What follows belongs to an exercise in optimizing a design on an open flow for small area, a short achievable clock period and few clock cycles per item; a production flow would make more cautious choices. At most, simulation tests tie the RTL to the original design; equivalence was not proved. The RTL of runs 1 to 3 was laid out without a check of its function.

$ cat flow/config.mk
export PLATFORM = sky130hd
export DESIGN_NAME = bf_rescale
export DESIGN_NICKNAME = bf_rescale
export VERILOG_FILES = /design/flow/design.v
export SDC_FILE = /design/flow/constraint.sdc
export NUM_CORES = 4
export LEC_CHECK = 0
export CAP_MARGIN = 20
export CORE_MARGIN = 2
export CORE_UTILIZATION = 40
export PLACE_DENSITY = 0.6
export SLEW_MARGIN = 20
$ cat flow/constraint.sdc
create_clock -name core_clock -period 12.0 [get_ports {clk}]
set_input_delay 2.4000 -clock core_clock [delete_from_list [all_inputs] [get_ports {clk}]]
set_output_delay 2.4000 -clock core_clock [all_outputs]
set_load 0.01 [all_outputs]
$ cat flow/run.sh
#!/bin/bash
# synth_recipe.tcl (not shown) runs the flow's synth.tcl, then flattens the netlist and writes it again
# the make line also repeats each setting of config.mk as NAME=value (left out here)
make -C /OpenROAD-flow-scripts/flow DESIGN_CONFIG=/design/flow/config.mk WORK_HOME=/design/flow/orfs CLKGATE_MAP_FILE= SYNTH_SCRIPT=/design/flow/synth_recipe.tcl finish
$ cat flow/design.v
module bf_rescale (
    input  wire        clk,
    input  wire        rst,
    input  wire        start,
    input  wire [63:0] mask,
    input  wire [1:0]  rs_cap,
    output wire        ready,
    output reg         rd_en,
    output wire [5:0]  rd_addr,
    input  wire [31:0] rd_data,
    output reg         out_valid,
    output reg  [5:0]  out_idx,
    output reg  [12:0] out_i,
    output reg  [12:0] out_q,
    output reg         done,
    output wire [15:0] s_out,
    output wire [4:0]  exp_out,
    output wire        null_out
);
    localparam [1:0] S_IDLE = 2'd0,
                     S_P1   = 2'd1,
                     S_DIV  = 2'd2,
                     S_P2   = 2'd3;
    localparam [5:0] P2_FIRST = 6'd35;
    localparam [5:0] P2_LAST  = 6'd34;
    localparam [1:0] M_SQ  = 2'd0,     
                     M_ONE = 2'd1,     
                     M_S   = 2'd2;     
    reg [1:0]  state;
    reg        ready_r;
    reg [5:0]  cnt;
    reg [63:0] mask_r;
    reg        cap_hi, cap_lo;
    reg        two;                     
    reg [15:0] s_r;
    reg [4:0]  exp_r;
    reg        null_r;
    assign ready    = ready_r;
    assign rd_addr  = cnt;
    assign s_out    = s_r;
    assign exp_out  = exp_r;
    assign null_out = null_r;
    wire accept = start & ready_r;
    wire last_rd = (state == S_P1 && cnt == 6'd63) || (state == S_P2 && cnt == P2_LAST);
    always @(posedge clk) begin
        cnt    <= accept ? 6'd0 : cnt + 6'd1;
        mask_r <= accept ? mask : {mask_r[0], mask_r[63:1]};
        if (accept) begin
            cap_hi <= rs_cap[1];
            cap_lo <= rs_cap[0];
        end
        if (state == S_P1 && cnt == 6'd0)
            two <= ~cap_hi & (|mask_r);
    end
    always @(posedge clk) begin
        if (rst) begin
            state   <= S_IDLE;
            rd_en   <= 1'b0;
            ready_r <= 1'b1;
        end else begin
            case (state)
                S_IDLE: begin
                    if (accept) begin
                        state   <= S_P1;
                        rd_en   <= 1'b1;
                        ready_r <= 1'b0;
                    end
                end
                S_P1: begin
                    if (cnt == 6'd62 && !two)
                        ready_r <= 1'b1;
                    if (cnt == 6'd63) begin
                        if (two) begin
                            state <= S_DIV;
                            rd_en <= 1'b0;
                        end else if (accept) begin
                            ready_r <= 1'b0;
                        end else begin
                            state <= S_IDLE;
                            rd_en <= 1'b0;
                        end
                    end
                end
                S_DIV: begin
                    if (cnt == P2_FIRST - 6'd1) begin
                        state <= S_P2;
                        rd_en <= 1'b1;
                    end
                end
                S_P2: begin
                    if (cnt == P2_LAST - 6'd1)
                        ready_r <= 1'b1;
                    if (cnt == P2_LAST) begin
                        if (accept) begin
                            state   <= S_P1;
                            ready_r <= 1'b0;
                        end else begin
                            state <= S_IDLE;
                            rd_en <= 1'b0;
                        end
                    end
                end
            endcase
        end
    end
    reg        v1, pa1, m1, last1;
    reg [5:0]  idx1;
    reg        v2, m2, last2;
    reg [1:0]  md2;
    reg [5:0]  idx2;
    reg [5:0]  ng_i, on_i, tw_i, ng_q, on_q, tw_q;
    reg [16:0] x_i, x_q;
    reg        nzd2;
    reg [4:0]  d_e;
    wire [11:0] r_i = rd_data[11:0];
    wire [11:0] r_q = rd_data[23:12];
    wire [12:0] e_i = {r_i, 1'b0};
    wire [12:0] e_q = {r_q, 1'b0};
    wire        sq1 = pa1 & two;
    wire [15:0] s_op = pa1 ? 16'd16384 : s_r;
    integer k;
    always @(posedge clk) begin
        if (rst) begin
            v1 <= 1'b0;
            v2 <= 1'b0;
        end else begin
            v1 <= rd_en;
            v2 <= v1;
        end
        pa1   <= (state == S_P1);
        m1    <= mask_r[0];
        last1 <= last_rd;
        idx1  <= cnt;
        m2    <= m1;
        last2 <= last1;
        idx2  <= idx1;
        md2   <= !pa1 ? M_S : (two ? M_SQ : M_ONE);
        for (k = 0; k < 6; k = k + 1) begin
            ng_i[k] <= e_i[2*k+2];
            on_i[k] <= e_i[2*k+1] ^ e_i[2*k];
            tw_i[k] <= (e_i[2*k+2] & ~e_i[2*k+1] & ~e_i[2*k]) | (~e_i[2*k+2] & e_i[2*k+1] & e_i[2*k]);
            ng_q[k] <= e_q[2*k+2];
            on_q[k] <= e_q[2*k+1] ^ e_q[2*k];
            tw_q[k] <= (e_q[2*k+2] & ~e_q[2*k+1] & ~e_q[2*k]) | (~e_q[2*k+2] & e_q[2*k+1] & e_q[2*k]);
        end
        x_i   <= sq1 ? {{5{r_i[11]}}, r_i} : {1'b0, s_op};
        x_q   <= sq1 ? {{5{r_q[11]}}, r_q} : {1'b0, s_op};
        nzd2  <= |rd_data[23:0];
        d_e   <= rd_data[28:24];
    end
    wire        sq = (md2 == M_SQ);
    wire [26:0] p_i, p_q;
    bf_bmul mul_i (.ng(ng_i), .on(on_i), .tw(tw_i), .x(x_i), .p(p_i));
    bf_bmul mul_q (.ng(ng_q), .on(on_q), .tw(tw_q), .x(x_q), .p(p_q));
    wire first2 = (md2 != M_S) && (idx2 == 6'd0);
    wire nz_cur = ~m2 & nzd2;
    reg        nz, anym;
    wire       nz_t   = (nz & ~first2) | nz_cur;
    wire       anym_t = (anym & ~first2) | m2;
    wire       null_1 = anym_t & ~nz_t;
    reg        v3, m3, first3;
    reg [9:0]  hi_i, hi_q;
    always @(posedge clk) begin
        if (rst) begin
            out_valid <= 1'b0;
            done      <= 1'b0;
            v3        <= 1'b0;
        end else begin
            out_valid <= v2 & ~sq;
            done      <= v2 & ~sq & last2;
            v3        <= v2 & sq;
        end
        out_idx <= idx2;
        out_i   <= sq ? p_i[12:0] : m2 ? 13'd0 : p_i[26:14];
        out_q   <= sq ? p_q[12:0] : m2 ? 13'd0 : p_q[26:14];
        hi_i    <= p_i[22:13];
        hi_q    <= p_q[22:13];
        if (v2 && !sq && idx2 == 6'd0)
            exp_r <= d_e;
        if (v2 && md2 != M_S) begin
            nz   <= nz_t;
            anym <= anym_t;
        end
        m3     <= m2;
        first3 <= first2;
    end
    wire [23:0] pw = {1'b0, hi_i, out_i} + {1'b0, hi_q, out_q};
    reg [32:0] z;
    reg [29:0] s_rem;
    reg [1:0]  qb;
    reg        ovf;
    reg [14:0] root;
    reg [16:0] srem;
    wire        in_div  = (state == S_DIV) && (cnt >= 6'd3);
    wire [31:0] dsub    = {1'b0, z[32:2]} - {2'b00, s_rem};
    wire        q_bit   = ~dsub[31];
    wire [18:0] ssh     = {srem, qb};
    wire [18:0] strial  = {2'b00, root, 2'b01};
    wire [19:0] ssub    = {1'b0, ssh} - {1'b0, strial};
    wire        s_bit   = ~ssub[19];
    wire        sq_step = (state == S_DIV) && !cnt[0] && cnt >= 6'd6;
    wire [15:0] cap_v   = cap_lo ? 16'd23170 : 16'd32768;
    wire        big     = ovf | (cap_lo & (root >= 15'd23170));
    always @(posedge clk) begin
        if (v3) begin
            z     <= (first3 ? 33'd0 : z) + {9'd0, pw};
            s_rem <= (first3 ? 30'd0 : s_rem) + (m3 ? 30'd0 : {6'd0, pw});
        end else if (in_div) begin
            z <= {(q_bit ? dsub[29:0] : z[31:2]), z[1:0], 1'b0};
        end
        if (in_div) begin
            qb <= {qb[0], q_bit};
            if (cnt == 6'd3)
                ovf <= q_bit;
        end
        if (state == S_DIV && cnt == 6'd3) begin
            root <= 15'd0;
            srem <= 17'd0;
        end else if (sq_step) begin
            root <= {root[13:0], s_bit};
            srem <= s_bit ? ssub[16:0] : ssh[16:0];
        end
        if (state == S_P2 && cnt == P2_FIRST) begin
            s_r    <= !nz ? 16'd0 : big ? cap_v : {1'b0, root};
            null_r <= !nz;
        end
        if (v2 && md2 == M_ONE && last2) begin
            s_r    <= null_1 ? 16'd0 : 16'd16384;
            null_r <= null_1;
        end
    end
endmodule
module bf_bmul (
    input  wire [5:0]  ng,
    input  wire [5:0]  on,
    input  wire [5:0]  tw,
    input  wire [16:0] x,
    output wire [26:0] p
);
    wire [17:0] x1 = {x[16], x};
    wire [17:0] x2 = {x, 1'b0};
    wire [17:0] pp0 = (({18{on[0]}} & x1) | ({18{tw[0]}} & x2)) ^ {18{ng[0]}};
    wire [17:0] pp1 = (({18{on[1]}} & x1) | ({18{tw[1]}} & x2)) ^ {18{ng[1]}};
    wire [17:0] pp2 = (({18{on[2]}} & x1) | ({18{tw[2]}} & x2)) ^ {18{ng[2]}};
    wire [17:0] pp3 = (({18{on[3]}} & x1) | ({18{tw[3]}} & x2)) ^ {18{ng[3]}};
    wire [17:0] pp4 = (({18{on[4]}} & x1) | ({18{tw[4]}} & x2)) ^ {18{ng[4]}};
    wire [17:0] pp5 = (({18{on[5]}} & x1) | ({18{tw[5]}} & x2)) ^ {18{ng[5]}};
    wire t1 = pp0[10] ^ pp1[8];
    wire t2 = pp0[10] & pp1[8];
    wire t3 = pp0[11] ^ pp1[9];
    wire t4 = pp0[11] & pp1[9];
    wire t5 = pp0[12] ^ pp1[10];
    wire t6 = pp0[12] & pp1[10];
    wire t7 = pp0[13] ^ pp1[11];
    wire t8 = pp0[13] & pp1[11];
    wire t9 = pp0[14] ^ pp1[12];
    wire t10 = pp0[14] & pp1[12];
    wire t11 = pp0[15] ^ pp1[13];
    wire t12 = pp0[15] & pp1[13];
    wire t13 = pp0[16] ^ pp1[14];
    wire t14 = pp0[16] & pp1[14];
    wire t15 = pp0[17] ^ pp1[15];
    wire t16 = pp0[17] & pp1[15];
    wire t17 = pp0[17] ^ pp1[16];
    wire t18 = pp0[17] & pp1[16];
    wire t19 = ~pp0[17] ^ ~pp1[17];
    wire t20 = ~pp0[17] & ~pp1[17];
    wire t21 = pp0[6] ^ pp1[4];
    wire t22 = pp0[6] & pp1[4];
    wire t23 = pp0[7] ^ pp1[5];
    wire t24 = pp0[7] & pp1[5];
    wire t25 = pp0[8] ^ pp1[6] ^ pp2[4];
    wire t26 = (pp0[8] & pp1[6]) | (pp0[8] & pp2[4]) | (pp1[6] & pp2[4]);
    wire t27 = pp3[2] ^ pp4[0];
    wire t28 = pp3[2] & pp4[0];
    wire t29 = pp0[9] ^ pp1[7] ^ pp2[5];
    wire t30 = (pp0[9] & pp1[7]) | (pp0[9] & pp2[5]) | (pp1[7] & pp2[5]);
    wire t31 = pp3[3] ^ pp4[1];
    wire t32 = pp3[3] & pp4[1];
    wire t33 = t1 ^ pp2[6] ^ pp3[4];
    wire t34 = (t1 & pp2[6]) | (t1 & pp3[4]) | (pp2[6] & pp3[4]);
    wire t35 = pp4[2] ^ pp5[0] ^ ng[5];
    wire t36 = (pp4[2] & pp5[0]) | (pp4[2] & ng[5]) | (pp5[0] & ng[5]);
    wire t37 = t2 ^ t3 ^ pp2[7];
    wire t38 = (t2 & t3) | (t2 & pp2[7]) | (t3 & pp2[7]);
    wire t39 = pp3[5] ^ pp4[3] ^ pp5[1];
    wire t40 = (pp3[5] & pp4[3]) | (pp3[5] & pp5[1]) | (pp4[3] & pp5[1]);
    wire t41 = t4 ^ t5 ^ pp2[8];
    wire t42 = (t4 & t5) | (t4 & pp2[8]) | (t5 & pp2[8]);
    wire t43 = pp3[6] ^ pp4[4] ^ pp5[2];
    wire t44 = (pp3[6] & pp4[4]) | (pp3[6] & pp5[2]) | (pp4[4] & pp5[2]);
    wire t45 = t6 ^ t7 ^ pp2[9];
    wire t46 = (t6 & t7) | (t6 & pp2[9]) | (t7 & pp2[9]);
    wire t47 = pp3[7] ^ pp4[5] ^ pp5[3];
    wire t48 = (pp3[7] & pp4[5]) | (pp3[7] & pp5[3]) | (pp4[5] & pp5[3]);
    wire t49 = t8 ^ t9 ^ pp2[10];
    wire t50 = (t8 & t9) | (t8 & pp2[10]) | (t9 & pp2[10]);
    wire t51 = pp3[8] ^ pp4[6] ^ pp5[4];
    wire t52 = (pp3[8] & pp4[6]) | (pp3[8] & pp5[4]) | (pp4[6] & pp5[4]);
    wire t53 = t10 ^ t11 ^ pp2[11];
    wire t54 = (t10 & t11) | (t10 & pp2[11]) | (t11 & pp2[11]);
    wire t55 = pp3[9] ^ pp4[7] ^ pp5[5];
    wire t56 = (pp3[9] & pp4[7]) | (pp3[9] & pp5[5]) | (pp4[7] & pp5[5]);
    wire t57 = t12 ^ t13 ^ pp2[12];
    wire t58 = (t12 & t13) | (t12 & pp2[12]) | (t13 & pp2[12]);
    wire t59 = pp3[10] ^ pp4[8] ^ pp5[6];
    wire t60 = (pp3[10] & pp4[8]) | (pp3[10] & pp5[6]) | (pp4[8] & pp5[6]);
    wire t61 = t14 ^ t15 ^ pp2[13];
    wire t62 = (t14 & t15) | (t14 & pp2[13]) | (t15 & pp2[13]);
    wire t63 = pp3[11] ^ pp4[9] ^ pp5[7];
    wire t64 = (pp3[11] & pp4[9]) | (pp3[11] & pp5[7]) | (pp4[9] & pp5[7]);
    wire t65 = t16 ^ t17 ^ pp2[14];
    wire t66 = (t16 & t17) | (t16 & pp2[14]) | (t17 & pp2[14]);
    wire t67 = pp3[12] ^ pp4[10] ^ pp5[8];
    wire t68 = (pp3[12] & pp4[10]) | (pp3[12] & pp5[8]) | (pp4[10] & pp5[8]);
    wire t69 = t18 ^ t19 ^ pp2[15];
    wire t70 = (t18 & t19) | (t18 & pp2[15]) | (t19 & pp2[15]);
    wire t71 = pp3[13] ^ pp4[11] ^ pp5[9];
    wire t72 = (pp3[13] & pp4[11]) | (pp3[13] & pp5[9]) | (pp4[11] & pp5[9]);
    wire t73 = t20 ^ 1'b1 ^ pp2[16];
    wire t74 = (t20 & 1'b1) | (t20 & pp2[16]) | (1'b1 & pp2[16]);
    wire t75 = pp3[14] ^ pp4[12] ^ pp5[10];
    wire t76 = (pp3[14] & pp4[12]) | (pp3[14] & pp5[10]) | (pp4[12] & pp5[10]);
    wire t77 = ~pp2[17] ^ pp3[15] ^ pp4[13];
    wire t78 = (~pp2[17] & pp3[15]) | (~pp2[17] & pp4[13]) | (pp3[15] & pp4[13]);
    wire t79 = 1'b1 ^ pp3[16];
    wire t80 = 1'b1 & pp3[16];
    wire t81 = pp0[4] ^ pp1[2];
    wire t82 = pp0[4] & pp1[2];
    wire t83 = pp0[5] ^ pp1[3];
    wire t84 = pp0[5] & pp1[3];
    wire t85 = t21 ^ pp2[2] ^ pp3[0];
    wire t86 = (t21 & pp2[2]) | (t21 & pp3[0]) | (pp2[2] & pp3[0]);
    wire t87 = t22 ^ t23 ^ pp2[3];
    wire t88 = (t22 & t23) | (t22 & pp2[3]) | (t23 & pp2[3]);
    wire t89 = t24 ^ t25 ^ t27;
    wire t90 = (t24 & t25) | (t24 & t27) | (t25 & t27);
    wire t91 = t26 ^ t28 ^ t29;
    wire t92 = (t26 & t28) | (t26 & t29) | (t28 & t29);
    wire t93 = t30 ^ t32 ^ t33;
    wire t94 = (t30 & t32) | (t30 & t33) | (t32 & t33);
    wire t95 = t34 ^ t36 ^ t37;
    wire t96 = (t34 & t36) | (t34 & t37) | (t36 & t37);
    wire t97 = t38 ^ t40 ^ t41;
    wire t98 = (t38 & t40) | (t38 & t41) | (t40 & t41);
    wire t99 = t42 ^ t44 ^ t45;
    wire t100 = (t42 & t44) | (t42 & t45) | (t44 & t45);
    wire t101 = t46 ^ t48 ^ t49;
    wire t102 = (t46 & t48) | (t46 & t49) | (t48 & t49);
    wire t103 = t50 ^ t52 ^ t53;
    wire t104 = (t50 & t52) | (t50 & t53) | (t52 & t53);
    wire t105 = t54 ^ t56 ^ t57;
    wire t106 = (t54 & t56) | (t54 & t57) | (t56 & t57);
    wire t107 = t58 ^ t60 ^ t61;
    wire t108 = (t58 & t60) | (t58 & t61) | (t60 & t61);
    wire t109 = t62 ^ t64 ^ t65;
    wire t110 = (t62 & t64) | (t62 & t65) | (t64 & t65);
    wire t111 = t66 ^ t68 ^ t69;
    wire t112 = (t66 & t68) | (t66 & t69) | (t68 & t69);
    wire t113 = t70 ^ t72 ^ t73;
    wire t114 = (t70 & t72) | (t70 & t73) | (t72 & t73);
    wire t115 = t74 ^ t76 ^ t77;
    wire t116 = (t74 & t76) | (t74 & t77) | (t76 & t77);
    wire t117 = t78 ^ t79 ^ pp4[14];
    wire t118 = (t78 & t79) | (t78 & pp4[14]) | (t79 & pp4[14]);
    wire t119 = t80 ^ ~pp3[17] ^ pp4[15];
    wire t120 = (t80 & ~pp3[17]) | (t80 & pp4[15]) | (~pp3[17] & pp4[15]);
    wire t121 = 1'b1 ^ pp4[16];
    wire t122 = 1'b1 & pp4[16];
    wire t123 = pp0[2] ^ pp1[0];
    wire t124 = pp0[2] & pp1[0];
    wire t125 = pp0[3] ^ pp1[1];
    wire t126 = pp0[3] & pp1[1];
    wire t127 = t81 ^ pp2[0] ^ ng[2];
    wire t128 = (t81 & pp2[0]) | (t81 & ng[2]) | (pp2[0] & ng[2]);
    wire t129 = t82 ^ t83 ^ pp2[1];
    wire t130 = (t82 & t83) | (t82 & pp2[1]) | (t83 & pp2[1]);
    wire t131 = t84 ^ t85 ^ ng[3];
    wire t132 = (t84 & t85) | (t84 & ng[3]) | (t85 & ng[3]);
    wire t133 = t86 ^ t87 ^ pp3[1];
    wire t134 = (t86 & t87) | (t86 & pp3[1]) | (t87 & pp3[1]);
    wire t135 = t88 ^ t89 ^ ng[4];
    wire t136 = (t88 & t89) | (t88 & ng[4]) | (t89 & ng[4]);
    wire t137 = t90 ^ t91 ^ t31;
    wire t138 = (t90 & t91) | (t90 & t31) | (t91 & t31);
    wire t139 = t92 ^ t93 ^ t35;
    wire t140 = (t92 & t93) | (t92 & t35) | (t93 & t35);
    wire t141 = t94 ^ t95 ^ t39;
    wire t142 = (t94 & t95) | (t94 & t39) | (t95 & t39);
    wire t143 = t96 ^ t97 ^ t43;
    wire t144 = (t96 & t97) | (t96 & t43) | (t97 & t43);
    wire t145 = t98 ^ t99 ^ t47;
    wire t146 = (t98 & t99) | (t98 & t47) | (t99 & t47);
    wire t147 = t100 ^ t101 ^ t51;
    wire t148 = (t100 & t101) | (t100 & t51) | (t101 & t51);
    wire t149 = t102 ^ t103 ^ t55;
    wire t150 = (t102 & t103) | (t102 & t55) | (t103 & t55);
    wire t151 = t104 ^ t105 ^ t59;
    wire t152 = (t104 & t105) | (t104 & t59) | (t105 & t59);
    wire t153 = t106 ^ t107 ^ t63;
    wire t154 = (t106 & t107) | (t106 & t63) | (t107 & t63);
    wire t155 = t108 ^ t109 ^ t67;
    wire t156 = (t108 & t109) | (t108 & t67) | (t109 & t67);
    wire t157 = t110 ^ t111 ^ t71;
    wire t158 = (t110 & t111) | (t110 & t71) | (t111 & t71);
    wire t159 = t112 ^ t113 ^ t75;
    wire t160 = (t112 & t113) | (t112 & t75) | (t113 & t75);
    wire t161 = t114 ^ t115 ^ pp5[11];
    wire t162 = (t114 & t115) | (t114 & pp5[11]) | (t115 & pp5[11]);
    wire t163 = t116 ^ t117 ^ pp5[12];
    wire t164 = (t116 & t117) | (t116 & pp5[12]) | (t117 & pp5[12]);
    wire t165 = t118 ^ t119 ^ pp5[13];
    wire t166 = (t118 & t119) | (t118 & pp5[13]) | (t119 & pp5[13]);
    wire t167 = t120 ^ t121 ^ pp5[14];
    wire t168 = (t120 & t121) | (t120 & pp5[14]) | (t121 & pp5[14]);
    wire t169 = t122 ^ ~pp4[17] ^ pp5[15];
    wire t170 = (t122 & ~pp4[17]) | (t122 & pp5[15]) | (~pp4[17] & pp5[15]);
    wire t171 = 1'b1 ^ pp5[16];
    wire t172 = 1'b1 & pp5[16];
    wire [26:0] ra = {t170, t168, t166, t164, t162, t160, t158, t156, t154, t152, t150, t148, t146, t144, t142, t140, t138, t136, t134, t132, t130, t128, t126, t124, t123, pp0[1], pp0[0]};
    wire [26:0] rb = {t171, t169, t167, t165, t163, t161, t159, t157, t155, t153, t151, t149, t147, t145, t143, t141, t139, t137, t135, t133, t131, t129, t127, t125, ng[1], 1'b0, ng[0]};
    assign p = ra + rb;
endmodule
==> summary.txt, run 1 <==
Synth async-reset ratio = 0%
End of the worst register-to-register path = s_rem[26]
Leading area contributor after synthesis = sky130_fd_sc_hd__dfxtp_1
Prevailing post-synth register cell = sky130_fd_sc_hd__dfxtp_1
Boundary Pins = 165
Hold Crit Start = idx1[3]
Commonest non-fill, non-tap cells in the layout = 387 x sky130_fd_sc_hd__nand2_1, 338 x sky130_fd_sc_hd__inv_1, 257 x sky130_fd_sc_hd__dfxtp_1
Status = no timing/DRC/antenna violations
Clock tree from TritonCTS = built
Unrepaired setup endpoints after global routing = no
Antenna Violating Nets Remaining = 0
First-pass GRT wire length = 121 mm
Depth of the most critical reg-to-reg path = 22
Count of hold-fix buffers inserted at cts = 0
Post-layout utilization of the core = 45.5%
Total via count in the routed design = 22800
Area occupied by registers = 8000 sq um
Count of H-tree levels built during CTS = 2
Post-Synthesis Net Count = 3709
Maximum count of clock buffers along a single path = 3
Category of the worst setup path capture point = flop
Warning count from the yosys run = 1
Half-perimeter wire length after detailed placement = 57.3 mm
Overall track demand over capacity in global routing = 20.9%
Clock transition at the registers of the reported paths = 0.06 ns
Count of port buffers added during placement = 161
Clock Root Buffer = sky130_fd_sc_hd__clkbuf_16
Worst hold-check path type = reg -> reg
Post-layout nets = 3763
Final worst-path cycle share = 49.1%
Critical path startpoint category = flop
Mean Syn Cell Area = 8.58 sq um
Reg-to-reg slack, setup = 6.10 ns
Number of distinct library cell variants in the gate-level netlist after synthesis = 86
Min Tclk post-route = 5.90 ns
Core Area = 69700 sq um
Die Area = 72200 sq um
Multi-input logic area = 18100 sq um
Residual overflow from global routing = 0
Count of maximum capacitance violations = 0
Critical path peak fanout = 4
Clock sinks = 353
Worst setup path category = reg -> reg
Overall die height = 269 um
Synthesis-to-layout area growth = 13.2%
Instance count along the most critical hold path = 0
Most common library cell in the layout ignoring fill and taps = sky130_fd_sc_hd__nand2_1
Clock buffer count from CTS = 42
Final number of setup-violating endpoints = 0
Via count of the first global-routing pass = 21900
Post-detailed-route wirelength per cell = 17.6 um
Start of the worst register-to-register path = out_q[0]
Layout cells sized above 1 = 4.00%
Iteration count of the initial detailed-routing pass = 6
Detailed Route Iter0 Violations = 1623
Gpl congestion = 0.871
Aggregate routed wire length = 75.7 mm
Vias/cell = 5.30
Synth top area share = 18.6%
Clock latency at the later pin of the worst-skew pair = 0.59 ns
Setup bufs post-CTS = 0
Final Hold Fails = 0
Combined area of all synthesized cells = 28000 sq um
Hold Path Sink = idx2[3]
Syn Inst Count = 3265
Critical Path RT = 12.32 ns
Largest net degree at the start of global routing = 73
# rows = 97
Crit path arrival time = 6.21 ns
Post-synthesis sequential area ratio = 28.5%
Number of synthesized flops with an enable pin = 93
Final-layout fill cell count = 6910
Post-CTS Resized = 0
Number of synthesized register bits = 353
DRC violations left = 0
Initial antenna violation count = 8
Setup TNS = 0 ns
Max-slew headroom = 29.0%
Die X-Extent = 269 um
Post-route clock skew = 0.0284 ns
Number of slew-limit violations in the final report = 0
F_max = 0.170 GHz
Synth area leaders = sky130_fd_sc_hd__dfxtp_1 19%, sky130_fd_sc_hd__edfxtp_1 10%, sky130_fd_sc_hd__ha_1 9.6%
Worst slew pin tran = 1.06 ns
Starting utilization of the core area = 40.2%
[state kept, by name, summed over array words and instances (netlist names), 5 cells and up, named ones only]
| register | count |
|---|---|
| s_r | 16 |
| tw_q | 6 |
| cnt | 6 |
| x_q | 17 |
| s_rem | 30 |
| out_i | 13 |
| exp_r | 5 |
| hi_i | 10 |
| idx1 | 6 |
| ng_q | 6 |
| tw_i | 6 |
| z | 33 |
| d_e | 5 |
| root | 15 |
| x_i | 17 |
| idx2 | 6 |
| ng_i | 6 |
| on_i | 6 |
| on_q | 6 |
| out_q | 13 |
| hi_q | 10 |
| mask_r | 64 |
| srem | 17 |
| out_idx | 6 |
[synthesized netlist by cell type (all sizes together) (93+ instances only)]
cell	count
xnor2	235
inv	340
a22oi	198
nand2	388
dfxtp	260
nor2	170
o21ai	126
xor2	140
fa	128
ha	215
a21oi	183
edfxtp	93
clkbuf	145
[per-layer routing]
layer | GRT usage [%] | routed length (um) | part of all wire, %
met4 | 4.80 | 1350 | 1.8
met2 | 33.8 | 34400 | 45
met5 | 0 | 101 | 0.13
met3 | 3.96 | 4630 | 6.1
met1 | 28.8 | 35200 | 47
[metrics by stage]
stage | instance area [sq um] | hold WS, ns | setup WS (ns) | instances
global placement | 30300 | 0.311 | 6.17 | 4215
CTS | 31700 | 0.324 | 6.12 | 4293
detailed placement | 30300 | 0.312 | 6.16 | 4215
global route | 31700 | 0.330 | 5.55 | 4293
finish | 31700 | 0.320 | 6.10 | 4295
floorplan | 28000 | 0.310 | 6.60 | 3265
[worst max-delay path, cell delays in order (launching register included)]
cell and delay [ns]:
sky130_fd_sc_hd__dfxtp_1 0.45, sky130_fd_sc_hd__ha_1 0.21, sky130_fd_sc_hd__inv_1 0.05, sky130_fd_sc_hd__fa_1 0.39
sky130_fd_sc_hd__nor2b_1 0.12, sky130_fd_sc_hd__o21ai_0 0.10, sky130_fd_sc_hd__a21boi_0 0.24, sky130_fd_sc_hd__o21ai_0 0.22
sky130_fd_sc_hd__a21oi_1 0.32, sky130_fd_sc_hd__o2111ai_1 0.21, sky130_fd_sc_hd__a21boi_0 0.37, sky130_fd_sc_hd__o21ai_0 0.20
sky130_fd_sc_hd__a21oi_1 0.22, sky130_fd_sc_hd__a311oi_1 0.08, sky130_fd_sc_hd__ha_1 0.23, sky130_fd_sc_hd__a21oi_1 0.16
sky130_fd_sc_hd__nor2b_1 0.10, sky130_fd_sc_hd__o41ai_1 0.52, sky130_fd_sc_hd__o311ai_0 0.25, sky130_fd_sc_hd__o41ai_1 0.84
sky130_fd_sc_hd__nor3_1 0.12, sky130_fd_sc_hd__xnor2_1 0.19, sky130_fd_sc_hd__nor2_1 0.05
[worst max path at each step]
stage / slack [ns] / start / endpoint
2_1_floorplan: 6.60 / ng_q[1] / out_q[5]
3_3_place_gp: 6.17 / ng_q[3] / out_q[9]
3_5_place_dp: 6.16 / ng_q[3] / out_q[9]
4_1_cts: 6.12 / ng_q[3] / out_q[9]
5_1_grt: 5.55 / out_i[0] / s_rem[26]
6_report: 6.10 / out_q[0] / s_rem[26]
[layout make-up]
class,count,share of cell area (%)
Inverter,343,4.06
Antenna cell,2,0.0158
Clock inverter,20,0.620
Clock buffer,58,3.83
Sequential cell,353,25.2
Tap cell,940,3.71
Timing Repair Buffer,180,5.53
Multi-Input combinational cell,2399,57.0
[cells by family (layout without fill, tap and decap cells)]
group	Yosys count	count (layout)	synth area share (%)
XOR/XNOR	375	375	11.7
other	0	2	0
flip-flops	353	353	28.5
multiplexers	12	12	0.460
AO/OA/AOI/OAI	802	802	19.3
AND/OR/NAND/NOR	867	867	14.2
buffers and inverters	513	601	6.99
adder cells (fa/ha/maj)	343	343	18.8
==> run 2: changes to the inputs <==
==> flow/flow/run.sh (new file) <==
#!/bin/bash
# The standard layout, with the setup repair aiming for a margin below the clock period.
set -euo pipefail
bash standard.sh SETUP_SLACK_MARGIN=8 finish > standard_make.log 2>&1
==> flow/standard.sh (new file) <==
#!/bin/bash
# synth_recipe.tcl (not shown) runs the flow's synth.tcl, then flattens the netlist and writes it again
# the make line also repeats each setting of config.mk as NAME=value (left out here)
make -C /OpenROAD-flow-scripts/flow DESIGN_CONFIG=/design/flow/config.mk WORK_HOME=/design/flow/orfs CLKGATE_MAP_FILE= SYNTH_SCRIPT=/design/flow/synth_recipe.tcl "${@:-finish}"
removed: flow/run.sh
==> summary.txt, run 2 <==
Overall track demand over capacity in global routing = 22.2%
Max-slew headroom = 34.5%
Status = no timing/DRC/antenna violations
Setup TNS = 0 ns
Synth area leaders = sky130_fd_sc_hd__dfxtp_1 19%, sky130_fd_sc_hd__edfxtp_1 10%, sky130_fd_sc_hd__ha_1 9.6%
Min Tclk post-route = 4.90 ns
Post-layout utilization of the core = 51.0%
Number of slew-limit violations in the final report = 0
Final Hold Fails = 0
Core Area = 69700 sq um
Vias/cell = 5.33
Worst hold-check path type = reg -> reg
Post-layout nets = 3944
Boundary Pins = 165
Maximum count of clock buffers along a single path = 3
Layer carrying the most global-route usage = met2
Half-perimeter wire length after detailed placement = 57.7 mm
Count of maximum capacitance violations = 0
Worst setup path category = reg -> reg
Post-Synthesis Net Count = 3709
Critical path peak fanout = 5
Leading area contributor after synthesis = sky130_fd_sc_hd__dfxtp_1
Iteration count of the initial detailed-routing pass = 5
Register with the most flip-flops = mask_r
Aggregate routed wire length = 81.1 mm
Count of port buffers added during placement = 161
Worst hold slack = 0.326 ns
Crit path top cell by count = sky130_fd_sc_hd__fa_1
GR Layer Usage met2 = 37.2%
Mean Syn Cell Area = 8.58 sq um
Total via count in the routed design = 23800
Antenna Violating Nets Remaining = 0
Overall die height = 269 um
Clock latency at the later pin of the worst-skew pair = 0.59 ns
Category of the worst setup path capture point = flop
First-pass GRT wire length = 128 mm
Delay contributed by the slowest stage of the critical path = 0.55 ns
Combined area of all synthesized cells = 28000 sq um
Synth top area share = 18.6%
Warning count from the yosys run = 1
Clock sinks = 353
Clock Root Buffer = sky130_fd_sc_hd__clkbuf_16
Cell family with most CP delay = adder cells
DRC violations left = 0
Layout cells sized above 1 = 19.5%
Via count of the first global-routing pass = 23200
Cell type of the slowest stage on the worst timing path = sky130_fd_sc_hd__fa_1
Critical path startpoint category = flop
Detailed Route Iter0 Violations = 1697
Synthesis-to-layout area growth = 26.9%
Most common library cell in the layout ignoring fill and taps = sky130_fd_sc_hd__nand2_1
Unrepaired setup endpoints after global routing = yes
Number of distinct library cell variants in the gate-level netlist after synthesis = 86
Largest net degree at the start of global routing = 73
Biggest registers after layout = mask_r (64), z (33), s_rem (30)
Gpl congestion = 0.862
Ranking of synthesized cells by instance count = 388 x sky130_fd_sc_hd__nand2_1, 338 x sky130_fd_sc_hd__inv_1, 260 x sky130_fd_sc_hd__dfxtp_1
Syn Inst Count = 3265
Post-route clock skew = 0.0326 ns
Bufs and invs on worst path = 5
Routing usage on met3 = 3.77%
Post-synthesis sequential area ratio = 28.5%
Number of flip-flops under the largest register name = 64
Die X-Extent = 269 um
Prevailing post-synth register cell = sky130_fd_sc_hd__dfxtp_1
Final number of setup-violating endpoints = 0
Clock buffer count from CTS = 41
Clock tree from TritonCTS = built
Starting utilization of the core area = 40.2%
Most instantiated library cell after synthesis = sky130_fd_sc_hd__nand2_1
Clock transition at the registers of the reported paths = 0.06 ns
Hold Crit Start = idx1[3]
Launch point of the worst path = on_q[0]
# rows = 97
Worst slew pin tran = 0.982 ns
Residual overflow from global routing = 0
Number of synthesized flops with an enable pin = 93
Start of the worst register-to-register path = on_q[0]
Global routing met1 resource utilization = 29.7%
Crit path arrival time = 5.32 ns
Critical path, cell by cell = a22oi_2 > xnor2_1 > ha_1 > inv_1 > fa_1 > inv_1 > fa_1 > inv_2 > fa_1 > inv_2 > ha_4 > a21o_1 > a21o_1 > a221o_1 > o41ai_4 > buf_4 > o2111ai_4 > nor2_1 > o21bai_1 > xnor2_1 > o22ai_1
Count of H-tree levels built during CTS = 2
Final worst-path cycle share = 40.8%
Critical Path RT = 12.42 ns
Commonest non-fill, non-tap cells in the layout = 377 x sky130_fd_sc_hd__nand2_1, 307 x sky130_fd_sc_hd__inv_1, 209 x sky130_fd_sc_hd__xnor2_1
Die Area = 72200 sq um
F_max = 0.204 GHz
Initial antenna violation count = 8
Number of synthesized register bits = 353
Post-detailed-route wirelength per cell = 18.1 um
Synth async-reset ratio = 0%
[run 2: cell counts after synthesis]
Identical to the previous run, type by type.
[run 2: per-layer routing]
metal,part of all wire [%],routed length (um)
met1,45,36200
met3,5.5,4450
met2,47,38400
met4,2.4,1950
met5,0.13,107
[run 2: timing repair]
action,in CTS,in global routing
gates cloned,0,1
hold buffers,0,0
pin swaps,150,113
endpoints found under the setup margin,105,96
resized for setup,337,165
buffers inserted,122,59
[run 2: final timing paths]
| check | to | slack, ns | cells past startpoint |
|---|---|---|---|
| min reg2reg | idx2[3] | 0.33 | 0 |
| min | idx2[3] | 0.33 | 0 |
| max reg2reg | out_q[9] | 7.10 | 21 |
| max | out_q[9] | 7.10 | 21 |
[run 2: layout make-up]
| class | instances | area (sq um) |
|---|---|---|
| Clock inverter | 19 | 256 |
| Timing Repair Buffer | 362 | 3410 |
| Tap cell | 940 | 1180 |
| Inverter | 343 | 1310 |
| Clock buffer | 56 | 1190 |
| Antenna cell | 1 | 2.50 |
| Multi-Input combinational cell | 2399 | 20000 |
| Fill cell | 6474 | 34100 |
| Sequential cell | 353 | 8190 |
[run 2: per-stage QoR]
step	std cells	setup WS [ns]	area, sq um
floorplan	3265	7.13	28700
global placement	4215	6.33	30700
detailed placement	4215	6.31	30700
CTS	4412	7.13	34400
global route	4472	6.94	35500
finish	4473	7.10	35500
[run 2: kinds of logic after synthesis]
logic type	count (synthesis)	synth area share, %
xor+xnor	375	11.7
fa+ha+maj	343	18.8
buf+inv	513	6.99
mux	12	0.460
compound gates	802	19.3
flops	353	28.5
simple gates	867	14.2
[run 2: worst register-to-register path: stages, from the launching register on]
cell,delay [ns]
sky130_fd_sc_hd__dfxtp_4,0.38
sky130_fd_sc_hd__a22oi_2,0.17
sky130_fd_sc_hd__xnor2_1,0.08
sky130_fd_sc_hd__ha_1,0.27
sky130_fd_sc_hd__inv_1,0.05
sky130_fd_sc_hd__fa_1,0.48
sky130_fd_sc_hd__inv_1,0.06
sky130_fd_sc_hd__fa_1,0.49
sky130_fd_sc_hd__inv_2,0.04
sky130_fd_sc_hd__fa_1,0.55
sky130_fd_sc_hd__inv_2,0.05
sky130_fd_sc_hd__ha_4,0.24
sky130_fd_sc_hd__a21o_1,0.15
sky130_fd_sc_hd__a21o_1,0.18
sky130_fd_sc_hd__a221o_1,0.36
sky130_fd_sc_hd__o41ai_4,0.24
sky130_fd_sc_hd__buf_4,0.19
sky130_fd_sc_hd__o2111ai_4,0.15
sky130_fd_sc_hd__nor2_1,0.12
sky130_fd_sc_hd__o21bai_1,0.08
sky130_fd_sc_hd__xnor2_1,0.25
sky130_fd_sc_hd__o22ai_1,0.13
==> run 3: changes to the inputs <==
--- a/flow/design.v
+++ b/flow/design.v
@@ -21,8 +21,8 @@
                      S_P1   = 2'd1,
                      S_DIV  = 2'd2,
                      S_P2   = 2'd3;
-    localparam [5:0] P2_FIRST = 6'd35;
-    localparam [5:0] P2_LAST  = 6'd34;
+    localparam [5:0] P2_FIRST = 6'd36;
+    localparam [5:0] P2_LAST  = 6'd35;
     localparam [1:0] M_SQ  = 2'd0,     
                      M_ONE = 2'd1,     
                      M_S   = 2'd2;     
@@ -184,36 +184,46 @@
         m3     <= m2;
         first3 <= first2;
     end
-    wire [23:0] pw = {1'b0, hi_i, out_i} + {1'b0, hi_q, out_q};
+    reg        v4, m4, first4;
+    reg [23:0] pw;
+    always @(posedge clk) begin
+        if (rst)
+            v4 <= 1'b0;
+        else
+            v4 <= v3;
+        m4     <= m3;
+        first4 <= first3;
+        pw     <= {1'b0, hi_i, out_i} + {1'b0, hi_q, out_q};
+    end
     reg [32:0] z;
     reg [29:0] s_rem;
     reg [1:0]  qb;
     reg        ovf;
     reg [14:0] root;
     reg [16:0] srem;
-    wire        in_div  = (state == S_DIV) && (cnt >= 6'd3);
+    wire        in_div  = (state == S_DIV) && (cnt >= 6'd4);
     wire [31:0] dsub    = {1'b0, z[32:2]} - {2'b00, s_rem};
     wire        q_bit   = ~dsub[31];
     wire [18:0] ssh     = {srem, qb};
     wire [18:0] strial  = {2'b00, root, 2'b01};
     wire [19:0] ssub    = {1'b0, ssh} - {1'b0, strial};
     wire        s_bit   = ~ssub[19];
-    wire        sq_step = (state == S_DIV) && !cnt[0] && cnt >= 6'd6;
+    wire        sq_step = (state == S_DIV) && cnt[0] && cnt >= 6'd7;
     wire [15:0] cap_v   = cap_lo ? 16'd23170 : 16'd32768;
     wire        big     = ovf | (cap_lo & (root >= 15'd23170));
     always @(posedge clk) begin
-        if (v3) begin
-            z     <= (first3 ? 33'd0 : z) + {9'd0, pw};
-            s_rem <= (first3 ? 30'd0 : s_rem) + (m3 ? 30'd0 : {6'd0, pw});
+        if (v4) begin
+            z     <= (first4 ? 33'd0 : z) + {9'd0, pw};
+            s_rem <= (first4 ? 30'd0 : s_rem) + (m4 ? 30'd0 : {6'd0, pw});
         end else if (in_div) begin
             z <= {(q_bit ? dsub[29:0] : z[31:2]), z[1:0], 1'b0};
         end
         if (in_div) begin
             qb <= {qb[0], q_bit};
-            if (cnt == 6'd3)
+            if (cnt == 6'd4)
                 ovf <= q_bit;
         end
-        if (state == S_DIV && cnt == 6'd3) begin
+        if (state == S_DIV && cnt == 6'd4) begin
             root <= 15'd0;
             srem <= 17'd0;
         end else if (sq_step) begin
==> summary.txt, run 3 <==
Most common library cell in the layout ignoring fill and taps = sky130_fd_sc_hd__nand2_1
Post-detailed-route wirelength per cell = 17.6 um
Number of distinct library cell variants in the gate-level netlist after synthesis = 84
Warning count from the yosys run = 1
Post-layout nets = 3883
Delay contributed by the slowest stage of the critical path = 0.53 ns
Final worst-path cycle share = 40.3%
Leading area contributor after synthesis = sky130_fd_sc_hd__dfxtp_1
Syn Inst Count = 3287
Core Area = 71400 sq um
Iteration count of the initial detailed-routing pass = 5
Critical path peak fanout = 6
Residual overflow from global routing = 0
Count of port buffers added during placement = 161
Maximum count of clock buffers along a single path = 3
Synth area leaders = sky130_fd_sc_hd__dfxtp_1 20%, sky130_fd_sc_hd__edfxtp_1 9.7%, sky130_fd_sc_hd__ha_1 9.3%
Ranking of synthesized cells by instance count = 369 x sky130_fd_sc_hd__nand2_1, 340 x sky130_fd_sc_hd__inv_1, 287 x sky130_fd_sc_hd__dfxtp_1
Synth top area share = 20.0%
Combined area of all synthesized cells = 28700 sq um
Count of maximum capacitance violations = 0
Commonest non-fill, non-tap cells in the layout = 366 x sky130_fd_sc_hd__nand2_1, 316 x sky130_fd_sc_hd__inv_1, 211 x sky130_fd_sc_hd__xnor2_1, 211 x sky130_fd_sc_hd__dfxtp_1, 188 x sky130_fd_sc_hd__ha_1
Status = no timing/DRC/antenna violations
Cell family with most CP delay = adder cells
Total via count in the routed design = 23500
Prevailing post-synth register cell = sky130_fd_sc_hd__dfxtp_1
First-pass GRT wire length = 124 mm
Final Hold Fails = 0
Bufs and invs on worst path = 6
Half-perimeter wire length after detailed placement = 56.5 mm
Initial antenna violation count = 11
Aggregate routed wire length = 78.0 mm
Setup TNS = 0 ns
Layout cells sized above 1 = 13.2%
Die X-Extent = 272 um
Worst setup path category = reg -> reg
Count of hold-fix buffers inserted at cts = 0
Overall die height = 272 um
Number of slew-limit violations in the final report = 0
Critical path startpoint category = flop
Gpl congestion = 0.841
Number of synthesized flops with an enable pin = 93
Final-layout fill cell count = 6825
Critical Path RT = 12.43 ns
Post-route clock skew = 0.0417 ns
Worst slew pin tran = 1.09 ns
# rows = 98
Clock buffer count from CTS = 44
Mean Syn Cell Area = 8.74 sq um
Synth async-reset ratio = 0%
Clock transition at the registers of the reported paths = 0.06 ns
Category of the worst setup path capture point = flop
Number of synthesized register bits = 380
Starting utilization of the core area = 40.3%
Placement-stage cell area = 31200 sq um
Final number of setup-violating endpoints = 0
Clock tree from TritonCTS = built
Antenna Violating Nets Remaining = 0
F_max = 0.207 GHz
Overall track demand over capacity in global routing = 20.7%
Max-slew headroom = 27.1%
Post-Synthesis Net Count = 3730
Register with the most flip-flops = mask_r
Detailed Route Iter0 Violations = 1318
Post-route cell area = 34700 sq um
Clock Root Buffer = sky130_fd_sc_hd__clkbuf_16
Biggest registers after layout = mask_r (64), z (33), s_rem (30)
Number of flip-flops under the largest register name = 64
Largest net degree at the start of global routing = 86
Die Area = 74000 sq um
Critical path, cell by cell = buf_4 > a22oi_2 > xnor2_1 > ha_2 > inv_1 > fa_1 > inv_1 > fa_1 > inv_2 > fa_1 > inv_1 > ha_4 > or2_4 > nand4_1 > or2_1 > o211ai_1 > o41ai_4 > buf_6 > o31ai_4 > a221oi_2 > xnor2_1 > o32ai_1
Unrepaired setup endpoints after global routing = yes
Count of H-tree levels built during CTS = 2
Synthesis-to-layout area growth = 20.7%
Min Tclk post-route = 4.84 ns
Via count of the first global-routing pass = 23000
Boundary Pins = 165
Most instantiated library cell after synthesis = sky130_fd_sc_hd__nand2_1
Clock sinks = 380
Cell type of the slowest stage on the worst timing path = sky130_fd_sc_hd__fa_1
Worst hold-check path type = reg -> reg
DRC violations left = 0
Clock latency at the later pin of the worst-skew pair = 0.60 ns
Post-synthesis sequential area ratio = 29.7%
Vias/cell = 5.31
Crit path arrival time = 5.27 ns
run 3: cell types whose count changed in the layout (fill, tap and decap cells not counted), moves of 17 or more:
cell | before | now
sky130_fd_sc_hd__buf_6 | 40 | 18
sky130_fd_sc_hd__ha_4 | 36 | 19
sky130_fd_sc_hd__nand3_1 | 27 | 44
sky130_fd_sc_hd__a21oi_2 | 35 | 14
sky130_fd_sc_hd__buf_4 | 149 | 91
sky130_fd_sc_hd__ha_1 | 166 | 188
sky130_fd_sc_hd__dfxtp_1 | 183 | 211
sky130_fd_sc_hd__a21o_1 | 77 | 107
run 3: cell families (layout without fill, tap and decap cells):
kind of cell | Yosys count | in the layout | synth area share, %
adder cells (fa/ha/maj) | 342 | 342 | 18.2
flip-flops | 380 | 380 | 29.7
buffers and inverters | 515 | 702 | 6.92
XOR/XNOR | 367 | 367 | 11.2
multiplexers | 27 | 27 | 0.966
AO/OA/AOI/OAI | 796 | 796 | 19.3
other | 0 | 4 | 0
AND/OR/NAND/NOR | 860 | 860 | 13.7
run 3: area by class of cell:
cell class	count	area (sq um)	area share, %
repair buffers	278	2660	7.66
clock buffers	59	1310	3.79
diodes	4	10.0	0.0289
inverters	344	1310	3.78
flip-flops and latches	380	8730	25.2
multi-input cells	2392	19300	55.6
clock inverters	21	203	0.584
well taps	950	1190	3.43
run 3: timing repair:
| action | in CTS | in global routing |
|---|---|---|
| resized for setup | 241 | 93 |
| endpoints found under the setup margin | 88 | 87 |
| buffers inserted | 73 | 26 |
| pin swaps | 53 | 45 |
run 3: per-stage QoR:
stage	cells	hold WS, ns	setup WS, ns	utilization (%)
after detailed placement	4245	0.312	6.44	43.7
after global routing	4426	0.327	6.99	48.6
after global placement	4245	0.311	6.45	43.7
after CTS	4398	0.323	7.22	47.8
after floorplan	3287	0.310	7.36	-
final	4428	0.322	7.16	48.6
run 3: worst paths after layout:
| kind | from | end | slack (ns) | cells past startpoint |
|---|---|---|---|---|
| setup reg to reg | on_i[0] | out_i[12] | 7.16 | 22 |
| setup / recovery | on_i[0] | out_i[12] | 7.16 | 22 |
| hold reg to reg | idx1[1] | idx2[1] | 0.32 | 0 |
| hold / removal | idx1[1] | idx2[1] | 0.32 | 0 |
run 3: routing by layer:
metal  up-vias  GRT usage, %  wire [um]
met4        14          4.95       1610
met1     11200          27.5      35300
li1      11600             -          -
met2       569          34.6      36300
met3       114          3.90       4650
met5         -             0        103
==> run 4: changes to the inputs <==
--- a/flow/design.v
+++ b/flow/design.v
@@ -21,6 +21,7 @@
                      S_P1   = 2'd1,
                      S_DIV  = 2'd2,
                      S_P2   = 2'd3;
+    localparam [5:0] D_FIRST  = 6'd4;
     localparam [5:0] P2_FIRST = 6'd36;
     localparam [5:0] P2_LAST  = 6'd35;
     localparam [1:0] M_SQ  = 2'd0,     
@@ -111,7 +112,7 @@
     reg [5:0]  ng_i, on_i, tw_i, ng_q, on_q, tw_q;
     reg [16:0] x_i, x_q;
     reg        nzd2;
-    reg [4:0]  d_e;
+    reg [4:0]  e2;
     wire [11:0] r_i = rd_data[11:0];
     wire [11:0] r_q = rd_data[23:12];
     wire [12:0] e_i = {r_i, 1'b0};
@@ -146,54 +147,69 @@
         x_i   <= sq1 ? {{5{r_i[11]}}, r_i} : {1'b0, s_op};
         x_q   <= sq1 ? {{5{r_q[11]}}, r_q} : {1'b0, s_op};
         nzd2  <= |rd_data[23:0];
-        d_e   <= rd_data[28:24];
+        e2    <= rd_data[28:24];
     end
-    wire        sq = (md2 == M_SQ);
-    wire [26:0] p_i, p_q;
-    bf_bmul mul_i (.ng(ng_i), .on(on_i), .tw(tw_i), .x(x_i), .p(p_i));
-    bf_bmul mul_q (.ng(ng_q), .on(on_q), .tw(tw_q), .x(x_q), .p(p_q));
-    wire first2 = (md2 != M_S) && (idx2 == 6'd0);
-    wire nz_cur = ~m2 & nzd2;
+    wire [26:0] ra_i, rb_i, ra_q, rb_q;
+    bf_bmul mul_i (.ng(ng_i), .on(on_i), .tw(tw_i), .x(x_i), .ra(ra_i), .rb(rb_i));
+    bf_bmul mul_q (.ng(ng_q), .on(on_q), .tw(tw_q), .x(x_q), .ra(ra_q), .rb(rb_q));
+    reg        v3, m3, last3, nzd3;
+    reg [1:0]  md3;
+    reg [5:0]  idx3;
+    reg [4:0]  e3;
+    reg [26:0] ya_i, yb_i, ya_q, yb_q;
+    always @(posedge clk) begin
+        if (rst)
+            v3 <= 1'b0;
+        else
+            v3 <= v2;
+        m3    <= m2;
+        last3 <= last2;
+        nzd3  <= nzd2;
+        md3   <= md2;
+        idx3  <= idx2;
+        e3    <= e2;
+        ya_i  <= ra_i;
+        yb_i  <= rb_i;
+        ya_q  <= ra_q;
+        yb_q  <= rb_q;
+    end
+    wire        sq  = (md3 == M_SQ);
+    wire [26:0] p_i = ya_i + yb_i;
+    wire [26:0] p_q = ya_q + yb_q;
+    wire [23:0] h_s = ya_i[23:0] ^ yb_i[23:0] ^ ya_q[23:0];
+    wire [23:0] h_c = ((ya_i[23:0] & yb_i[23:0]) | (ya_i[23:0] & ya_q[23:0]) | (yb_i[23:0] & ya_q[23:0])) << 1;
+    wire [23:0] g_s = h_s ^ h_c ^ yb_q[23:0];
+    wire [23:0] g_c = ((h_s & h_c) | (h_s & yb_q[23:0]) | (h_c & yb_q[23:0])) << 1;
+    wire first3 = (md3 != M_S) && (idx3 == 6'd0);
+    wire nz_cur = ~m3 & nzd3;
     reg        nz, anym;
-    wire       nz_t   = (nz & ~first2) | nz_cur;
-    wire       anym_t = (anym & ~first2) | m2;
+    wire       nz_t   = (nz & ~first3) | nz_cur;
+    wire       anym_t = (anym & ~first3) | m3;
     wire       null_1 = anym_t & ~nz_t;
-    reg        v3, m3, first3;
-    reg [9:0]  hi_i, hi_q;
+    reg        v4, m4, first4;
+    reg [23:0] pw;
     always @(posedge clk) begin
         if (rst) begin
             out_valid <= 1'b0;
             done      <= 1'b0;
-            v3        <= 1'b0;
+            v4        <= 1'b0;
         end else begin
-            out_valid <= v2 & ~sq;
-            done      <= v2 & ~sq & last2;
-            v3        <= v2 & sq;
-        end
-        out_idx <= idx2;
-        out_i   <= sq ? p_i[12:0] : m2 ? 13'd0 : p_i[26:14];
-        out_q   <= sq ? p_q[12:0] : m2 ? 13'd0 : p_q[26:14];
-        hi_i    <= p_i[22:13];
-        hi_q    <= p_q[22:13];
-        if (v2 && !sq && idx2 == 6'd0)
-            exp_r <= d_e;
-        if (v2 && md2 != M_S) begin
+            out_valid <= v3 & ~sq;
+            done      <= v3 & ~sq & last3;
+            v4        <= v3 & sq;
+        end
+        out_idx <= idx3;
+        out_i   <= m3 ? 13'd0 : p_i[26:14];
+        out_q   <= m3 ? 13'd0 : p_q[26:14];
+        if (v3 && !sq && idx3 == 6'd0)
+            exp_r <= e3;
+        if (v3 && md3 != M_S) begin
             nz   <= nz_t;
             anym <= anym_t;
         end
-        m3     <= m2;
-        first3 <= first2;
-    end
-    reg        v4, m4, first4;
-    reg [23:0] pw;
-    always @(posedge clk) begin
-        if (rst)
-            v4 <= 1'b0;
-        else
-            v4 <= v3;
         m4     <= m3;
         first4 <= first3;
-        pw     <= {1'b0, hi_i, out_i} + {1'b0, hi_q, out_q};
+        pw     <= g_s + g_c;
     end
     reg [32:0] z;
     reg [29:0] s_rem;
@@ -201,14 +217,14 @@
     reg        ovf;
     reg [14:0] root;
     reg [16:0] srem;
-    wire        in_div  = (state == S_DIV) && (cnt >= 6'd4);
+    wire        in_div  = (state == S_DIV) && (cnt >= D_FIRST);
     wire [31:0] dsub    = {1'b0, z[32:2]} - {2'b00, s_rem};
     wire        q_bit   = ~dsub[31];
     wire [18:0] ssh     = {srem, qb};
     wire [18:0] strial  = {2'b00, root, 2'b01};
     wire [19:0] ssub    = {1'b0, ssh} - {1'b0, strial};
     wire        s_bit   = ~ssub[19];
-    wire        sq_step = (state == S_DIV) && cnt[0] && cnt >= 6'd7;
+    wire        sq_step = (state == S_DIV) && (cnt[0] == D_FIRST[0] + 1'b1) && (cnt >= D_FIRST + 6'd3);
     wire [15:0] cap_v   = cap_lo ? 16'd23170 : 16'd32768;
     wire        big     = ovf | (cap_lo & (root >= 15'd23170));
     always @(posedge clk) begin
@@ -220,10 +236,10 @@
         end
         if (in_div) begin
             qb <= {qb[0], q_bit};
-            if (cnt == 6'd4)
+            if (cnt == D_FIRST)
                 ovf <= q_bit;
         end
-        if (state == S_DIV && cnt == 6'd4) begin
+        if (state == S_DIV && cnt == D_FIRST) begin
             root <= 15'd0;
             srem <= 17'd0;
         end else if (sq_step) begin
@@ -234,7 +250,7 @@
             s_r    <= !nz ? 16'd0 : big ? cap_v : {1'b0, root};
             null_r <= !nz;
         end
-        if (v2 && md2 == M_ONE && last2) begin
+        if (v3 && md3 == M_ONE && last3) begin
             s_r    <= null_1 ? 16'd0 : 16'd16384;
             null_r <= null_1;
         end
@@ -245,7 +261,8 @@
     input  wire [5:0]  on,
     input  wire [5:0]  tw,
     input  wire [16:0] x,
-    output wire [26:0] p
+    output wire [26:0] ra,
+    output wire [26:0] rb
 );
     wire [17:0] x1 = {x[16], x};
     wire [17:0] x2 = {x, 1'b0};
@@ -427,7 +444,6 @@
     wire t170 = (t122 & ~pp4[17]) | (t122 & pp5[15]) | (~pp4[17] & pp5[15]);
     wire t171 = 1'b1 ^ pp5[16];
     wire t172 = 1'b1 & pp5[16];
-    wire [26:0] ra = {t170, t168, t166, t164, t162, t160, t158, t156, t154, t152, t150, t148, t146, t144, t142, t140, t138, t136, t134, t132, t130, t128, t126, t124, t123, pp0[1], pp0[0]};
-    wire [26:0] rb = {t171, t169, t167, t165, t163, t161, t159, t157, t155, t153, t151, t149, t147, t145, t143, t141, t139, t137, t135, t133, t131, t129, t127, t125, ng[1], 1'b0, ng[0]};
-    assign p = ra + rb;
+    assign ra = {t170, t168, t166, t164, t162, t160, t158, t156, t154, t152, t150, t148, t146, t144, t142, t140, t138, t136, t134, t132, t130, t128, t126, t124, t123, pp0[1], pp0[0]};
+    assign rb = {t171, t169, t167, t165, t163, t161, t159, t157, t155, t153, t151, t149, t147, t145, t143, t141, t139, t137, t135, t133, t131, t129, t127, t125, ng[1], 1'b0, ng[0]};
 endmodule
==> flow/flow/run.sh (replaced) <==
#!/bin/bash
# The standard layout, with the setup repair aiming for a margin below the clock period
# and plain buffers (not delay cells) on the ports.
set -euo pipefail
bash standard.sh SETUP_SLACK_MARGIN=8 "BUFFER_PORTS_ARGS=-buffer_cell sky130_fd_sc_hd__buf_2" finish > standard_make.log 2>&1
==> summary.txt, run 4 <==
Unrepaired setup endpoints after global routing = yes
Clock buffer count from CTS = 53
Number of distinct library cell variants in the gate-level netlist after synthesis = 83
Synth area leaders = sky130_fd_sc_hd__dfxtp_1 25%, sky130_fd_sc_hd__fa_1 11%, sky130_fd_sc_hd__edfxtp_1 9.0%
Count of hold-fix buffers inserted at cts = 0
Number of flip-flops under the largest register name = 64
Total via count in the routed design = 23400
Ranking of synthesized cells by instance count = 387 x sky130_fd_sc_hd__dfxtp_1, 370 x sky130_fd_sc_hd__nand2_1, 337 x sky130_fd_sc_hd__inv_1
Most common library cell in the layout ignoring fill and taps = sky130_fd_sc_hd__dfxtp_1
Final number of setup-violating endpoints = 0
Crit path arrival time = 1.41 ns
Synthesis-to-layout area growth = 11.2%
Aggregate routed wire length = 79.4 mm
Start of the worst register-to-register path = first4
Status = no timing/DRC/antenna violations
Initial antenna violation count = 4
Synth async-reset ratio = 0%
Cell type of the slowest stage on the worst timing path = sky130_fd_sc_hd__dfxtp_1
Mean Syn Cell Area = 9.20 sq um
# rows = 102
Worst setup path category = reg -> out
Count of maximum capacitance violations = 0
Clock sinks = 480
Post-Synthesis Net Count = 3852
Combined area of all synthesized cells = 31000 sq um
Overall die height = 282 um
Depth of the most critical reg-to-reg path = 14
Critical Path RT = 9.60 ns
Warning count from the yosys run = 1
Hold Crit Start = md2[0]
Layout cells sized above 1 = 9.10%
Clock latency at the later pin of the worst-skew pair = 0.62 ns
Iteration count of the initial detailed-routing pass = 5
F_max = 0.263 GHz
Reg-to-reg slack, setup = 8.21 ns
DRC violations left = 0
Launch point of the worst path = cnt[4]
Setup TNS = 0 ns
Most instantiated library cell after synthesis = sky130_fd_sc_hd__dfxtp_1
Min Tclk post-route = 3.81 ns
Count of port buffers added during placement = 161
Leading area contributor after synthesis = sky130_fd_sc_hd__dfxtp_1
Number of synthesized register bits = 480
Count of H-tree levels built during CTS = 2
Die X-Extent = 282 um
Critical path peak fanout = 9
Post-synthesis sequential area ratio = 34.0%
Final Hold Fails = 0
Critical path startpoint category = flop
Maximum count of clock buffers along a single path = 3
Max-slew headroom = 28.5%
Overall track demand over capacity in global routing = 19.9%
Worst slew pin tran = 1.07 ns
Starting utilization of the core area = 40.2%
Half-perimeter wire length after detailed placement = 60.3 mm
Post-layout nets = 3909
Post-route clock skew = 0.0302 ns
Prevailing post-synth register cell = sky130_fd_sc_hd__dfxtp_1
Post-detailed-route wirelength per cell = 17.6 um
Post-layout utilization of the core = 44.7%
Instance count along the most critical hold path = 0
Category of the worst setup path capture point = output port
Critical path, cell by cell = buf_2
Final worst-path cycle share = 31.7%
Clock Root Buffer = sky130_fd_sc_hd__clkbuf_16
Gpl congestion = 0.883
Core Area = 77100 sq um
First-pass GRT wire length = 126 mm
Bufs and invs on worst path = 1
Vias/cell = 5.19
Clock tree from TritonCTS = built
End of the worst register-to-register path = s_rem[25]
Hold Path Sink = md3[0]
Syn Inst Count = 3367
Largest net degree at the start of global routing = 76
Antenna Violating Nets Remaining = 0
Delay contributed by the slowest stage of the critical path = 0.59 ns
Boundary Pins = 165
Commonest non-fill, non-tap cells in the layout = 383 x sky130_fd_sc_hd__dfxtp_1, 369 x sky130_fd_sc_hd__nand2_1, 337 x sky130_fd_sc_hd__inv_1
Worst hold-check path type = reg -> reg
Clock transition at the registers of the reported paths = 0.06 ns
Number of slew-limit violations in the final report = 0
Residual overflow from global routing = 0
Register with the most flip-flops = mask_r
Die Area = 79700 sq um
Cell family with most CP delay = flip-flops
Biggest registers after layout = mask_r (64), z (33), s_rem (30)
Detailed Route Iter0 Violations = 1667
Synth top area share = 25.0%
Number of synthesized flops with an enable pin = 93
Via count of the first global-routing pass = 22700
## run 4: cell count changes in the layout (fill, tap and decap cells not counted), sizes merged, moves of 14 or more
cell,change
a21o,-29
a21oi,-16
buf,+62
clkbuf,+16
clkdlybuf4s50,-148
dfxtp,+100
fa,+43
nand3,-15
nor2,+14
nor3,+16
xor2,-18
## run 4: worst register-to-register path: cells and delay by family, from the launching register on
family                     cells  cell delay, ns
buffers and inverters          4            0.85
DFF                            1            0.34
adders and majority gates      1            0.29
AOI/OAI and AO/OA              7            1.70
and+or+nand+nor                2            0.39
## run 4: final cells by class
type / instances / area [sq um]
Fill cell: 7552 / 42600
Multi-Input combinational cell: 2369 / 18600
Sequential cell: 480 / 10500
Clock buffer: 76 / 1610
Tap cell: 1040 / 1300
Inverter: 342 / 1290
Timing Repair Buffer: 178 / 946
Clock inverter: 18 / 154
Antenna cell: 1 / 2.50
## run 4: cells by family after synthesis
logic type	count (synthesis)	share of synthesized area, %
buffers and inverters	518	6.30
and+or+nand+nor	883	13.2
DFF	480	34.0
adders and majority gates	384	19.7
AOI/OAI and AO/OA	729	16.1
muxes	25	0.820
xor gates and xnor gates	348	9.84
## run 4: worst max path at each step
stage	endpoint	slack, ns	depth (start not counted)
4_1_cts	pw[22]	8.01	14
6_report	rd_addr[4]	8.19	1
3_3_place_gp	s_rem[29]	7.07	13
2_1_floorplan	z[28]	8.03	14
3_5_place_dp	s_rem[25]	7.02	13
5_1_grt	z[23]	7.99	12
## run 4: repair_timing
action / in CTS / in global routing
pin swaps: 0 / 5
endpoints found under the setup margin: 25 / 15
gates resized for setup: 10 / 12
setup buffers: 0 / 3
## run 4: layer usage
layer / share of wire [%] / vias up / routed length [um] / GRT usage, %
li1: - / 11600 / - / -
met1: 45 / 11200 / 35900 / 26.7
met2: 48 / 530 / 37800 / 33.7
met3: 5.5 / 87 / 4410 / 3.31
met4: 1.7 / 2 / 1340 / 4.07
met5: 0.016 / - / 13 / 0
## run 4: stage by stage
step | instances | setup WS [ns] | area, sq um | hold WS (ns)
finish | 4504 | 8.19 | 34400 | 0.308
global route | 4503 | 7.99 | 34400 | 0.311
CTS | 4500 | 8.01 | 34400 | 0.311
detailed placement | 4406 | 7.02 | 32600 | 0.312
global placement | 4406 | 7.07 | 32600 | 0.310
floorplan | 3367 | 8.03 | 31000 | 0.310
Testbench counts of run 4, summed over its fixed seeds: cycles 43,308, items 384.

-- separate check: timing with driven ports --
In the flow no input, the clock included, has a driving cell. The finished layouts below were timed again as built, in two steps.
Step 1 assumes that a clkbuf_16 drives the clock port and a buf_2 every other input.
Step 2, shift: input delay + t, output delay - t, t = (earliest + latest rising clock arrival at the registers) / 2. This alone moves slack from input paths to output paths.
a / b / c = no drivers / after step 1 / after step 2; a / b = the first two.
run | shift t [ns] | slack for setup (ns) | worst setup path after step 2 | clock arrival spread, ns | slew at the worst register clock pin (ns)
run 1 | 0.640 | 6.103 / 6.103 / 6.103 | register to register | 0.028 / 0.028 | 0.07 / 0.07
run 2 | 0.635 | 7.103 / 7.103 / 7.103 | register to register | 0.033 / 0.033 | 0.07 / 0.07
run 3 | 0.641 | 7.160 / 7.160 / 7.160 | register to register | 0.042 / 0.042 | 0.07 / 0.07
run 4 | 0.677 | 8.192 / 8.122 / 7.692 | input to register | 0.030 / 0.030 | 0.07 / 0.07
After both steps setup and hold are still met in every run listed. The setup slack of run 4, which loses most, moves by -0.070 ns with the drivers and by -0.500 ns with both steps.
